This design comes from an exercise in tuning for small area, a short achievable clock period and few clock cycles on the open sky130 flow, not from production work.
Function was checked by simulation only, so behaviour that the tests miss may differ from the original.

==> flow/design.v <==
module spindle (
    input  wire        clk,
    input  wire        rst,           
    input  wire        start,         
    output wire        ready,         
    output reg         done,          
    output wire [9:0]  imem_addr,     
    input  wire [27:0] imem_rdata,    
    output reg         mem_req,
    output reg         mem_we,
    output reg  [1:0]  mem_space,     
    output reg  [13:0] mem_addr,
    output reg  [2:0]  mem_wstrb,     
    output reg  [31:0] mem_wdata,
    input  wire        mem_ack,
    input  wire [31:0] mem_rdata,
    output reg         aux_valid,
    output reg  [3:0]  aux_code,
    output wire [3:0]  pred,
    output wire        flag_v,
    output wire        flag_dz
);
    localparam OP_NOP   = 6'h00, OP_MOV   = 6'h01, OP_MOVD  = 6'h02, OP_LDK   = 6'h03,
               OP_ADD   = 6'h04, OP_SUB   = 6'h05, OP_ADDS  = 6'h06, OP_SUBS  = 6'h07,
               OP_ADDI  = 6'h08, OP_NEG   = 6'h09, OP_MUL   = 6'h0A, OP_DIV   = 6'h0B,
               OP_ADDD  = 6'h0C, OP_SUBD  = 6'h0D, OP_ADDDS = 6'h0E, OP_SUBDS = 6'h0F,
               OP_NEGD  = 6'h10, OP_DIVD  = 6'h11, OP_MAC   = 6'h12, OP_MACD  = 6'h13,
               OP_LDA   = 6'h14, OP_CLRA  = 6'h15, OP_RNDC  = 6'h16,
               OP_SHL   = 6'h17, OP_SHR   = 6'h18, OP_SAR   = 6'h19, OP_SAL   = 6'h1A,
               OP_SHLD  = 6'h1B, OP_SHRD  = 6'h1C, OP_SARD  = 6'h1D, OP_SALD  = 6'h1E,
               OP_AND   = 6'h1F, OP_OR    = 6'h20, OP_XOR   = 6'h21,
               OP_CMP   = 6'h22, OP_CMPD  = 6'h23, OP_PLOG  = 6'h24, OP_TSTF  = 6'h25,
               OP_CLRF  = 6'h26,
               OP_LDL   = 6'h27, OP_STL   = 6'h28, OP_LDLD  = 6'h29, OP_STLD  = 6'h2A,
               OP_LDB   = 6'h2B, OP_STB   = 6'h2C, OP_LDBD  = 6'h2D, OP_STBD  = 6'h2E,
               OP_IN    = 6'h2F, OP_IND   = 6'h30, OP_OUT   = 6'h31, OP_OUTD  = 6'h32,
               OP_AUXRQ = 6'h37, OP_END   = 6'h3F;
    localparam S_IDLE = 3'd0, S_FETCH = 3'd1, S_EXEC = 3'd2, S_MEM = 3'd3,
               S_DIV  = 3'd4, S_DIV_DONE = 3'd5;
    localparam [13:0] W_MAX = 14'h1FFF, W_MIN = 14'h2000;
    localparam [27:0] D_MAX = 28'h7FFFFFF, D_MIN = 28'h8000000;
    localparam [55:0] A_MAX = {1'b0, {55{1'b1}}}, A_MIN = {1'b1, {55{1'b0}}};
    reg [13:0] w [0:15];
    reg [55:0] acc;
    reg [3:0]  p;
    reg        v, dz;
    reg [2:0]  state;
    reg [9:0]  pc;
    reg [27:0] ir;
    assign ready     = (state == S_IDLE);
    assign imem_addr = pc;
    assign pred      = p;
    assign flag_v    = v;
    assign flag_dz   = dz;
    wire [27:0] inst = (state == S_EXEC) ? imem_rdata : ir;
    wire [5:0]  op    = inst[27:22];
    wire [3:0]  fd    = inst[21:18];
    wire [3:0]  fa    = inst[17:14];
    wire [3:0]  fb    = inst[13:10];
    wire [5:0]  fx    = inst[5:0];
    wire [9:0]  imm10 = inst[9:0];
    wire [13:0] imm14 = inst[13:0];
    wire form_i = (op == OP_ADDI) || (op >= OP_LDL && op <= OP_STLD);
    wire form_l = (op == OP_LDK)  || (op >= OP_LDB && op <= OP_OUTD);
    wire [3:0] g = form_i ? inst[13:10] : (form_l ? inst[17:14] : inst[9:6]);
    reg guard;
    always @(*) begin
        if (g == 4'h0)      guard = 1'b1;
        else if (g[3:2] == 2'b10) guard = p[g[1:0]];
        else if (g[3:2] == 2'b11) guard = ~p[g[1:0]];
        else                guard = 1'b0;
    end
    wire [13:0] wa = w[fa];
    wire [13:0] wb = w[fb];
    wire [27:0] da = {w[{fa[2:0], 1'b1}], w[{fa[2:0], 1'b0}]};
    wire [27:0] db = {w[{fb[2:0], 1'b1}], w[{fb[2:0], 1'b0}]};
    wire [4:0]  shamt = fx[5] ? fx[4:0] : wb[4:0];
    wire [14:0] add_w  = {wa[13], wa} + {wb[13], wb};
    wire [14:0] sub_w  = {wa[13], wa} - {wb[13], wb};
    wire [14:0] neg_w  = 15'd0 - {wa[13], wa};
    wire [13:0] addi_w = wa + {{4{imm10[9]}}, imm10};
    function [14:0] sat14;    
        input [14:0] x;
        begin
            if (x[14] == x[13])      sat14 = {1'b0, x[13:0]};
            else if (x[14])          sat14 = {1'b1, W_MIN};
            else                     sat14 = {1'b1, W_MAX};
        end
    endfunction
    wire [28:0] add_d = {da[27], da} + {db[27], db};
    wire [28:0] sub_d = {da[27], da} - {db[27], db};
    wire [28:0] neg_d = 29'd0 - {da[27], da};
    function [28:0] sat28;
        input [28:0] x;
        begin
            if (x[28] == x[27])      sat28 = {1'b0, x[27:0]};
            else if (x[28])          sat28 = {1'b1, D_MIN};
            else                     sat28 = {1'b1, D_MAX};
        end
    endfunction
    wire [14:0] r_adds = sat14(add_w);
    wire [14:0] r_subs = sat14(sub_w);
    wire [14:0] r_neg  = sat14(neg_w);
    wire [28:0] r_addds = sat28(add_d);
    wire [28:0] r_subds = sat28(sub_d);
    wire [28:0] r_negd  = sat28(neg_d);
    wire signed [27:0] mul_w  = $signed(wa) * $signed(wb);
    wire signed [41:0] mul_dw = $signed(da) * $signed(wb);
    wire [56:0] mac_sum  = {acc[55], acc} + {{29{mul_w[27]}}, mul_w};
    wire [56:0] macd_sum = {acc[55], acc} + {{15{mul_dw[41]}}, mul_dw};
    function [56:0] sat56;    
        input [56:0] x;
        begin
            if (x[56] == x[55])      sat56 = {1'b0, x[55:0]};
            else if (x[56])          sat56 = {1'b1, A_MIN};
            else                     sat56 = {1'b1, A_MAX};
        end
    endfunction
    wire [56:0] r_mac  = sat56(mac_sum);
    wire [56:0] r_macd = sat56(macd_sum);
    wire [59:0] lda_wide = {{32{da[27]}}, da} << fx[4:0];
    wire        lda_ovf  = (lda_wide[59:55] != {5{lda_wide[55]}});
    wire [55:0] r_lda    = lda_ovf ? (lda_wide[59] ? A_MIN : A_MAX) : lda_wide[55:0];
    wire [4:0]  rs        = fx[4:0];
    wire [55:0] rnd_floor = $signed(acc) >>> rs;
    wire [55:0] rnd_mask  = (56'd1 << rs) - 56'd1;
    wire [55:0] rnd_frac  = acc & rnd_mask;
    wire [55:0] rnd_half  = (rs == 5'd0) ? 56'd0 : (56'd1 << (rs - 5'd1));
    wire        rnd_up    = (rs != 5'd0) &&
                            ((rnd_frac > rnd_half) || ((rnd_frac == rnd_half) && rnd_floor[0]));
    wire [56:0] rnd_val   = {rnd_floor[55], rnd_floor} + {56'd0, rnd_up};
    wire        rnd_ovf   = (rnd_val[56:27] != {30{rnd_val[27]}});
    wire [27:0] r_rndc    = rnd_ovf ? (rnd_val[56] ? D_MIN : D_MAX) : rnd_val[27:0];
    wire [45:0] shl_w_wide = {{32{wa[13]}}, wa} << shamt;
    wire [13:0] r_shl  = shl_w_wide[13:0];
    wire [13:0] r_shr  = wa >> shamt;
    wire [13:0] r_sar  = $signed(wa) >>> shamt;
    wire        sal_w_ovf = (shl_w_wide[45:13] != {33{shl_w_wide[13]}});
    wire [59:0] shl_d_wide = {{32{da[27]}}, da} << shamt;
    wire [27:0] r_shld = shl_d_wide[27:0];
    wire [27:0] r_shrd = da >> shamt;
    wire [27:0] r_sard = $signed(da) >>> shamt;
    wire        sal_d_ovf = (shl_d_wide[59:27] != {33{shl_d_wide[27]}});
    function rel;
        input [2:0] sel;
        input       eq, lts, ltu;
        begin
            case (sel)
                3'b000: rel = eq;
                3'b001: rel = ~eq;
                3'b010: rel = lts;
                3'b011: rel = ~lts;
                3'b100: rel = ~lts & ~eq;
                3'b101: rel = lts | eq;
                3'b110: rel = ltu;
                default: rel = ~ltu;
            endcase
        end
    endfunction
    wire cmp_w = rel(fx[2:0], wa == wb, $signed(wa) < $signed(wb), wa < wb);
    wire cmp_d = rel(fx[2:0], da == db, $signed(da) < $signed(db), da < db);
    reg plog_r;
    always @(*) begin
        case (fx[2:0])
            3'b000:  plog_r = p[fa[1:0]] & p[fb[1:0]];
            3'b001:  plog_r = p[fa[1:0]] | p[fb[1:0]];
            3'b010:  plog_r = p[fa[1:0]] ^ p[fb[1:0]];
            3'b011:  plog_r = p[fa[1:0]] & ~p[fb[1:0]];
            3'b100:  plog_r = ~p[fa[1:0]];
            3'b101:  plog_r = 1'b0;
            3'b110:  plog_r = 1'b1;
            default: plog_r = p[fa[1:0]];
        endcase
    end
    reg [27:0] div_q;       
    reg [27:0] div_r;       
    reg [27:0] div_b;       
    reg [4:0]  div_cnt;
    reg        div_qneg, div_rneg, div_dbl;
    wire [28:0] div_trial = {div_r, div_q[27]} - {1'b0, div_b};
    wire        is_divd   = (op == OP_DIVD);
    wire [27:0] dv_a      = is_divd ? da : {{14{wa[13]}}, wa};
    wire [27:0] dv_b      = is_divd ? db : {{14{wb[13]}}, wb};
    wire [27:0] dv_amag   = dv_a[27] ? (28'd0 - dv_a) : dv_a;
    wire [27:0] dv_bmag   = dv_b[27] ? (28'd0 - dv_b) : dv_b;
    wire        dv_bzero  = (dv_b == 28'd0);
    wire        dv_ovf    = is_divd ? (da == D_MIN && db == 28'hFFFFFFF)
                                    : (wa == W_MIN && wb == 14'h3FFF);
    task write_w;
        input [3:0]  idx;
        input [13:0] val;
        begin
            w[idx] <= val;
        end
    endtask
    task write_d;
        input [2:0]  idx;
        input [27:0] val;
        begin
            w[{idx, 1'b0}] <= val[13:0];
            w[{idx, 1'b1}] <= val[27:14];
        end
    endtask
    wire [8:0] loc_addr = wa[8:0] + imm10[8:0];
    integer i;
    always @(posedge clk) begin
        if (rst) begin
            for (i = 0; i < 16; i = i + 1) w[i] <= 14'd0;
            acc       <= 56'd0;
            p         <= 4'd0;
            v         <= 1'b0;
            dz        <= 1'b0;
            state     <= S_IDLE;
            pc        <= 10'd0;
            ir        <= 28'd0;
            done      <= 1'b0;
            mem_req   <= 1'b0;
            mem_we    <= 1'b0;
            mem_space <= 2'd0;
            mem_addr  <= 14'd0;
            mem_wstrb <= 3'd0;
            mem_wdata <= 32'd0;
            aux_valid <= 1'b0;
            aux_code  <= 4'd0;
            div_q     <= 28'd0;
            div_r     <= 28'd0;
            div_b     <= 28'd0;
            div_cnt   <= 5'd0;
            div_qneg  <= 1'b0;
            div_rneg  <= 1'b0;
            div_dbl   <= 1'b0;
        end else begin
            done      <= 1'b0;
            aux_valid <= 1'b0;
            case (state)
                S_IDLE: begin
                    if (start) begin
                        pc    <= 10'd0;
                        v     <= 1'b0;
                        dz    <= 1'b0;
                        state <= S_FETCH;
                    end
                end
                S_FETCH: begin
                    state <= S_EXEC;
                end
                S_EXEC: begin
                    ir    <= imem_rdata;
                    pc    <= pc + 10'd1;
                    state <= S_FETCH;
                    if (op == OP_END) begin
                        state <= S_IDLE;
                        done  <= 1'b1;
                    end else if (guard) begin
                        case (op)
                            OP_MOV:   write_w(fd, wa);
                            OP_MOVD:  write_d(fd[2:0], da);
                            OP_LDK:   write_w(fd, imm14);
                            OP_ADD:   write_w(fd, add_w[13:0]);
                            OP_SUB:   write_w(fd, sub_w[13:0]);
                            OP_ADDS:  begin write_w(fd, r_adds[13:0]); if (r_adds[14]) v <= 1'b1; end
                            OP_SUBS:  begin write_w(fd, r_subs[13:0]); if (r_subs[14]) v <= 1'b1; end
                            OP_ADDI:  write_w(fd, addi_w);
                            OP_NEG:   begin write_w(fd, r_neg[13:0]); if (r_neg[14]) v <= 1'b1; end
                            OP_MUL:   write_d(fd[2:0], mul_w);
                            OP_ADDD:  write_d(fd[2:0], add_d[27:0]);
                            OP_SUBD:  write_d(fd[2:0], sub_d[27:0]);
                            OP_ADDDS: begin write_d(fd[2:0], r_addds[27:0]); if (r_addds[28]) v <= 1'b1; end
                            OP_SUBDS: begin write_d(fd[2:0], r_subds[27:0]); if (r_subds[28]) v <= 1'b1; end
                            OP_NEGD:  begin write_d(fd[2:0], r_negd[27:0]); if (r_negd[28]) v <= 1'b1; end
                            OP_MAC:   begin acc <= r_mac[55:0];  if (r_mac[56])  v <= 1'b1; end
                            OP_MACD:  begin acc <= r_macd[55:0]; if (r_macd[56]) v <= 1'b1; end
                            OP_LDA:   begin acc <= r_lda; if (lda_ovf) v <= 1'b1; end
                            OP_CLRA:  acc <= 56'd0;
                            OP_RNDC:  begin write_d(fd[2:0], r_rndc); if (rnd_ovf) v <= 1'b1; end
                            OP_SHL:   write_w(fd, r_shl);
                            OP_SHR:   write_w(fd, r_shr);
                            OP_SAR:   write_w(fd, r_sar);
                            OP_SAL:   begin write_w(fd, r_shl); if (sal_w_ovf) v <= 1'b1; end
                            OP_SHLD:  write_d(fd[2:0], r_shld);
                            OP_SHRD:  write_d(fd[2:0], r_shrd);
                            OP_SARD:  write_d(fd[2:0], r_sard);
                            OP_SALD:  begin write_d(fd[2:0], r_shld); if (sal_d_ovf) v <= 1'b1; end
                            OP_AND:   write_w(fd, wa & wb);
                            OP_OR:    write_w(fd, wa | wb);
                            OP_XOR:   write_w(fd, wa ^ wb);
                            OP_CMP:   p[fd[1:0]] <= cmp_w;
                            OP_CMPD:  p[fd[1:0]] <= cmp_d;
                            OP_PLOG:  p[fd[1:0]] <= plog_r;
                            OP_TSTF:  p[fd[1:0]] <= fx[0] ? dz : v;
                            OP_CLRF:  begin
                                if (fx[0]) v  <= 1'b0;
                                if (fx[1]) dz <= 1'b0;
                            end
                            OP_AUXRQ: begin
                                aux_valid <= 1'b1;
                                aux_code  <= fx[3:0];
                            end
                            OP_DIV, OP_DIVD: begin
                                if (dv_bzero) begin
                                    dz <= 1'b1;
                                    if (is_divd) begin
                                        write_d(fd[2:0], (da == 28'd0) ? 28'd0 : (da[27] ? D_MIN : D_MAX));
                                        acc <= {{28{da[27]}}, da};
                                    end else begin
                                        write_d(fd[2:0], {wa, (wa == 14'd0) ? 14'd0 : (wa[13] ? W_MIN : W_MAX)});
                                    end
                                end else if (dv_ovf) begin
                                    v <= 1'b1;
                                    if (is_divd) begin
                                        write_d(fd[2:0], D_MAX);
                                        acc <= 56'd0;
                                    end else begin
                                        write_d(fd[2:0], {14'd0, W_MAX});
                                    end
                                end else begin
                                    div_q    <= dv_amag;
                                    div_r    <= 28'd0;
                                    div_b    <= dv_bmag;
                                    div_cnt  <= 5'd27;
                                    div_qneg <= dv_a[27] ^ dv_b[27];
                                    div_rneg <= dv_a[27];
                                    div_dbl  <= is_divd;
                                    pc       <= pc;
                                    state    <= S_DIV;
                                end
                            end
                            OP_LDL, OP_LDLD, OP_STL, OP_STLD,
                            OP_LDB, OP_LDBD, OP_STB, OP_STBD,
                            OP_IN, OP_IND, OP_OUT, OP_OUTD: begin
                                mem_req   <= 1'b1;
                                mem_we    <= (op == OP_STL) || (op == OP_STLD) || (op == OP_STB) ||
                                             (op == OP_STBD) || (op == OP_OUT) || (op == OP_OUTD);
                                mem_wdata <= 32'd0;
                                mem_wstrb <= 3'b000;
                                pc        <= pc;
                                state     <= S_MEM;
                                case (op)
                                    OP_LDL, OP_LDLD: begin
                                        mem_space <= 2'd0;
                                        mem_addr  <= {5'd0, loc_addr};
                                    end
                                    OP_STL: begin
                                        mem_space <= 2'd0;
                                        mem_addr  <= {5'd0, loc_addr};
                                        mem_wstrb <= 3'b001;
                                        mem_wdata <= {18'd0, w[fd]};
                                    end
                                    OP_STLD: begin
                                        mem_space <= 2'd0;
                                        mem_addr  <= {5'd0, loc_addr};
                                        mem_wstrb <= 3'b011;
                                        mem_wdata <= {4'd0, w[{fd[2:0], 1'b1}], w[{fd[2:0], 1'b0}]};
                                    end
                                    OP_LDB, OP_LDBD: begin
                                        mem_space <= 2'd1;
                                        mem_addr  <= imm14;
                                    end
                                    OP_STB: begin
                                        mem_space <= 2'd1;
                                        mem_addr  <= imm14;
                                        mem_wstrb <= 3'b001;
                                        mem_wdata <= {18'd0, w[fd]};
                                    end
                                    OP_STBD: begin
                                        mem_space <= 2'd1;
                                        mem_addr  <= imm14;
                                        mem_wstrb <= 3'b011;
                                        mem_wdata <= {4'd0, w[{fd[2:0], 1'b1}], w[{fd[2:0], 1'b0}]};
                                    end
                                    OP_IN, OP_IND: begin
                                        mem_space <= 2'd2;
                                        mem_addr  <= {2'd0, imm14[11:0]};
                                    end
                                    OP_OUT: begin
                                        mem_space <= 2'd3;
                                        mem_addr  <= {2'd0, imm14[11:0]};
                                        case (imm14[13:12])
                                            2'b00: begin
                                                mem_wstrb <= 3'b001;
                                                mem_wdata <= {18'd0, w[fd]};
                                            end
                                            2'b01: begin
                                                mem_wstrb <= 3'b010;
                                                mem_wdata <= {4'd0, w[fd], 14'd0};
                                            end
                                            default: begin
                                                mem_wstrb <= 3'b100;
                                                mem_wdata <= {w[fd][3:0], 28'd0};
                                            end
                                        endcase
                                    end
                                    default: begin  
                                        mem_space <= 2'd3;
                                        mem_addr  <= {2'd0, imm14[11:0]};
                                        mem_wstrb <= 3'b011;
                                        mem_wdata <= {4'd0, w[{fd[2:0], 1'b1}], w[{fd[2:0], 1'b0}]};
                                    end
                                endcase
                            end
                            default: ;   
                        endcase
                    end
                end
                S_MEM: begin
                    if (mem_ack) begin
                        mem_req <= 1'b0;
                        pc      <= pc + 10'd1;
                        state   <= S_FETCH;
                        case (op)
                            OP_LDL, OP_LDB:   write_w(fd, mem_rdata[13:0]);
                            OP_LDLD, OP_LDBD,
                            OP_IND:           write_d(fd[2:0], mem_rdata[27:0]);
                            OP_IN: begin
                                case (imm14[13:12])
                                    2'b00:   write_w(fd, mem_rdata[13:0]);
                                    2'b01:   write_w(fd, mem_rdata[27:14]);
                                    default: write_w(fd, {10'd0, mem_rdata[31:28]});
                                endcase
                            end
                            default: ;
                        endcase
                    end
                end
                S_DIV: begin
                    if (div_trial[28]) begin
                        div_r <= {div_r[26:0], div_q[27]};
                        div_q <= {div_q[26:0], 1'b0};
                    end else begin
                        div_r <= div_trial[27:0];
                        div_q <= {div_q[26:0], 1'b1};
                    end
                    div_cnt <= div_cnt - 5'd1;
                    if (div_cnt == 5'd0) begin
                        state <= S_DIV_DONE;
                    end
                end
                S_DIV_DONE: begin
                    pc    <= pc + 10'd1;
                    state <= S_FETCH;
                    if (div_dbl) begin
                        write_d(fd[2:0], div_qneg ? (28'd0 - div_q) : div_q);
                        acc <= div_rneg ? (56'd0 - {28'd0, div_r}) : {28'd0, div_r};
                    end else begin
                        write_d(fd[2:0], {div_rneg ? (14'd0 - div_r[13:0]) : div_r[13:0],
                                          div_qneg ? (14'd0 - div_q[13:0]) : div_q[13:0]});
                    end
                end
                default: state <= S_IDLE;
            endcase
        end
    end
endmodule
==> flow/run.sh <==
#!/bin/bash
# synth_recipe.tcl (not shown) runs the flow's synth.tcl, then flattens the netlist and writes it again
# the make line also repeats each setting of config.mk as NAME=value (left out here)
make -C /OpenROAD-flow-scripts/flow DESIGN_CONFIG=/design/flow/config.mk WORK_HOME=/design/flow/orfs CLKGATE_MAP_FILE= SYNTH_SCRIPT=/design/flow/synth_recipe.tcl finish
==> flow/config.mk <==
export PLATFORM = sky130hd
export DESIGN_NAME = spindle
export DESIGN_NICKNAME = spindle
export VERILOG_FILES = /design/flow/design.v
export SDC_FILE = /design/flow/constraint.sdc
export NUM_CORES = 8
export LEC_CHECK = 0
export CAP_MARGIN = 20
export CORE_MARGIN = 2
export CORE_UTILIZATION = 40
export SLEW_MARGIN = 20
==> flow/constraint.sdc <==
create_clock -name core_clock -period 20.0 [get_ports {clk}]
set_input_delay 4.0000 -clock core_clock [delete_from_list [all_inputs] [get_ports {clk}]]
set_output_delay 4.0000 -clock core_clock [all_outputs]
set_load 0.01 [all_outputs]
==> summary.txt <==
[state kept, by name (all words and copies together) (netlist names), 2 cells and up]
register and count:
div_q 28, acc 56, state 3, mem_wdata 32, div_r 28, mem_wstrb 3, ir 28, mem_space 2
pc 10, p 4, w 224, aux_code 4, mem_addr 14, div_b 28, div_cnt 5
[per-layer routing]
metal	up-vias	track usage	part of all wire
met2	9685	0.732	0.40
met5	-	0	0.00080
met3	2857	0.216	0.14
li1	44200	-	-
met4	60	0.460	0.11
met1	53400	0.598	0.34
[per-stage QoR]
step | hold WS (ns) | std cells | instance area [sq um]
finish | 0.456 | 15400 | 102000
global route | 0.470 | 15400 | 101000
CTS | 0.455 | 15400 | 101000
detailed placement | 0.448 | 15300 | 99200
global placement | 0.442 | 15300 | 99100
floorplan | 0.432 | 12500 | 92500
[cells by family (layout without fill, tap and decap cells)]
family / Yosys count / count (layout) / synth area share
AO/OA/AOI/OAI: 3593 / 3593 / 0.256
XOR/XNOR: 434 / 434 / 0.0411
adder cells (fa/ha/maj): 1165 / 1165 / 0.215
buffers and inverters: 1914 / 1796 / 0.0801
flip-flops: 478 / 478 / 0.128
multiplexers: 697 / 697 / 0.0822
other: 2 / 49 / 0.0000812
AND/OR/NAND/NOR: 4172 / 4172 / 0.198
[tightest hold or removal path: cells and delay by family (launching register included)]
family	cells	cell delay, ns
AOI/OAI and AO/OA	1	0.05
DFF	1	0.31
and+or+nand+nor	1	0.05
[synthesized netlist by cell type (80+ instances only)]
| cell | number |
|---|---|
| a221oi_1 | 83 |
| clkbuf_1 | 626 |
| a21oi_1 | 853 |
| nand2_1 | 1491 |
| o21ai_0 | 713 |
| edfxtp_1 | 224 |
| buf_1 | 160 |
| a21o_1 | 140 |
| xor2_1 | 120 |
| o22ai_1 | 265 |
| nand3_1 | 293 |
| xnor2_1 | 314 |
| a211oi_1 | 275 |
| ha_1 | 457 |
| nor4_1 | 81 |
| mux2i_1 | 573 |
| fa_1 | 707 |
| nor2_1 | 1428 |
| inv_1 | 986 |
| nor3_1 | 334 |
| a211o_1 | 82 |
| o211ai_1 | 206 |
| dfxtp_1 | 254 |
| and3_1 | 96 |
| buf_2 | 98 |
| mux2_2 | 80 |
| o311ai_0 | 89 |
| a31oi_1 | 143 |
[area by class of cell]
| class | instances | area [sq um] | area share |
|---|---|---|---|
| Clock buffer | 75 | 1620 | 0.0160 |
| Inverter | 1007 | 3790 | 0.0373 |
| Sequential cell | 478 | 11800 | 0.116 |
| Tap cell | 3026 | 3790 | 0.0373 |
| Clock inverter | 30 | 442 | 0.00435 |
| Antenna cell | 47 | 118 | 0.00116 |
| Timing Repair Buffer | 684 | 5630 | 0.0554 |
| Multi-Input combinational cell | 10100 | 74300 | 0.732 |
[worst paths after layout]
| path | start | end | slack [ns] |
|---|---|---|---|
| setup reg to reg | state[1]$_SDFFE_PP0P_ | acc[33]$_SDFFE_PP0P_ | 4.12 |
| hold / removal | mem_addr[10]$_SDFFE_PP0P_ | mem_addr[10]$_SDFFE_PP0P_ | 0.46 |
| hold reg to reg | mem_addr[10]$_SDFFE_PP0P_ | mem_addr[10]$_SDFFE_PP0P_ | 0.46 |
| setup / recovery | imem_rdata[15] | acc[33]$_SDFFE_PP0P_ | 1.65 |
==> results.yml <==
clock_tree:
  cts_made_buffers: 56
  cts.clk_slew.worst_paths_ns: 0.07
  cts_resized: 0
  tritoncts: "built"
  clkSinkCount: 478
  postCtsHoldBufs: 0
  root_driver: "clkbuf_16"
  cts_max_level: 2
  worstSkewPairLatency_ns: 0.77
  post_cts_setup_repair_bufs: 0
  cts.path.max_buffers: 3
cells_and_area:
  final_nets: 13500
  fin_util: 0.442
  most_used_cells_in_the_layout_excluding_fill_and_tap_cells: "1477 x nand2_1, 1417 x nor2_1, 980 x inv_1"
  layout-drive-gt1-share: 0.0832
  syn_to_layout_area_delta_pct: 9.72
  final_common_cell: "nand2_1"
  nFillCells: 23500
yosys:
  seq_area_frac_synth: 0.128
  synth_flop_cell: "dfxtp_1"
  average_cell_area_after_synthesis_sq_um: 7.43
  yosys.area.top_type: "fa_1"
  synth_edf_count: 224
  synth-warning-count: 1
  asyncSetResetFlopFracSynth: 0
  synth.lib_cells_used.distinct: 114
  share_of_the_synthesized_area_in_the_top_cell_type: 0.153
  synth_area_sq_mm: 0.0925
  syn-instance-count: 12500
  synth.ff_latch_count: 478
  net_count_synth: 13700
  yosys-top-cells-area: "fa_1 15%, edfxtp_1 7.3%, mux2i_1 6.2%"
grt:
  grt_antenna_before_repair: 90
  first_global_vias: 104000
  grt_overflow_total: 0
  grt_start_max_net_pins: 86
  grt_first_pass_wirelength_microns: 858000
  grt_util_all_layers: 0.518
floorplan:
  placementRows: 176
  dieArea_sq_mm: 0.235
  die_height_microns: 485
  die_x_microns: 485
  ios: 140
  initial_core_util: 0.402
  core_region_area_sq_mm: 0.230
worst_setup_path:
  worstPathRequired_ns: 20.61
  cpLargestDelayFamily: "compound AO/OA/AOI/OAI gates"
  worstSetupPathDepth: 48
  critical_path.max_stage_delay_ns: 0.93
  start_kind: "primary input"
  worstRegToRegCells: 45
  critPathMaxFanout: 27
  arr_time_crit_path_ns: 18.96
  endpoint_kind: "flop"
  critPathBufInv: 9
  worst-setup-path-type: "primary input to flop"
  cp_slowest_cell: "nand4bb_1"
timing:
  rsz0062_at_grt: "false"
  report.final.hold_viol_count: 0
  maxSlewViolCount: 0
  worst_slew_margin_rel: 0.0545
  post-route-period-util: 0.917
  setup-violations-final: 0
  final_period_minus_worst_setup_slack_ns: 18.35
  worst_slew_pin_slew_ns: 1.41
  finalClockSkew_ns: 0.0586
  fin_setup_tns_ns: 0
  final.setup.worst_slack_ns: 1.65
  timing.fmax_mhz: 54.5
routing:
  dr.first_iter.drc_count: 18600
  vias_per_cell: 7.15
  dr_total_vias: 110000
  routed_wirelength_microns: 633000
  drc: 0
  detail_route.wl_per_cell_microns: 41.1
  drt_pass1_iterations: 11
  ant_nets: 0
run_status:
  run_status: "complete, no violations"
place:
  gp_congestion: 1.17
  dpl.hpwl_microns: 491000
  io_buffer_count: 139
  dp_worst_setup_slack_ns: 1.52
hold_path:
  hold_removal_path_class: "flop to flop"
  hold_path_depth: 2
run:
  max_cap_viol_count: 0
Testbench counts, summed over its fixed seeds: cycles 76,669.

## separate check: timing with driven ports
In the flow no input, the clock included, has a driving cell. The finished layout below was timed again as built, in two steps.
Step 1, drivers: a clkbuf_16 drives clk and a buf_2 each remaining input, both assumed.
Step 2 adds t to the input delays and takes it off the output delays; t is the mean of the earliest and latest rising clock arrival at the registers after step 1. Input paths then give back, and output paths get back, about the clock's delay inside the block.
a / b / c = no drivers / after step 1 / after step 2; a / b = the first two.
t (ns): 0.817
slack for setup (ns): 1.651 / 1.702 / 0.885
worst setup path after step 2: input to register
After both steps setup and hold are still met in this run. The setup slack of this run moves by +0.051 ns with the drivers and by -0.766 ns with both steps.
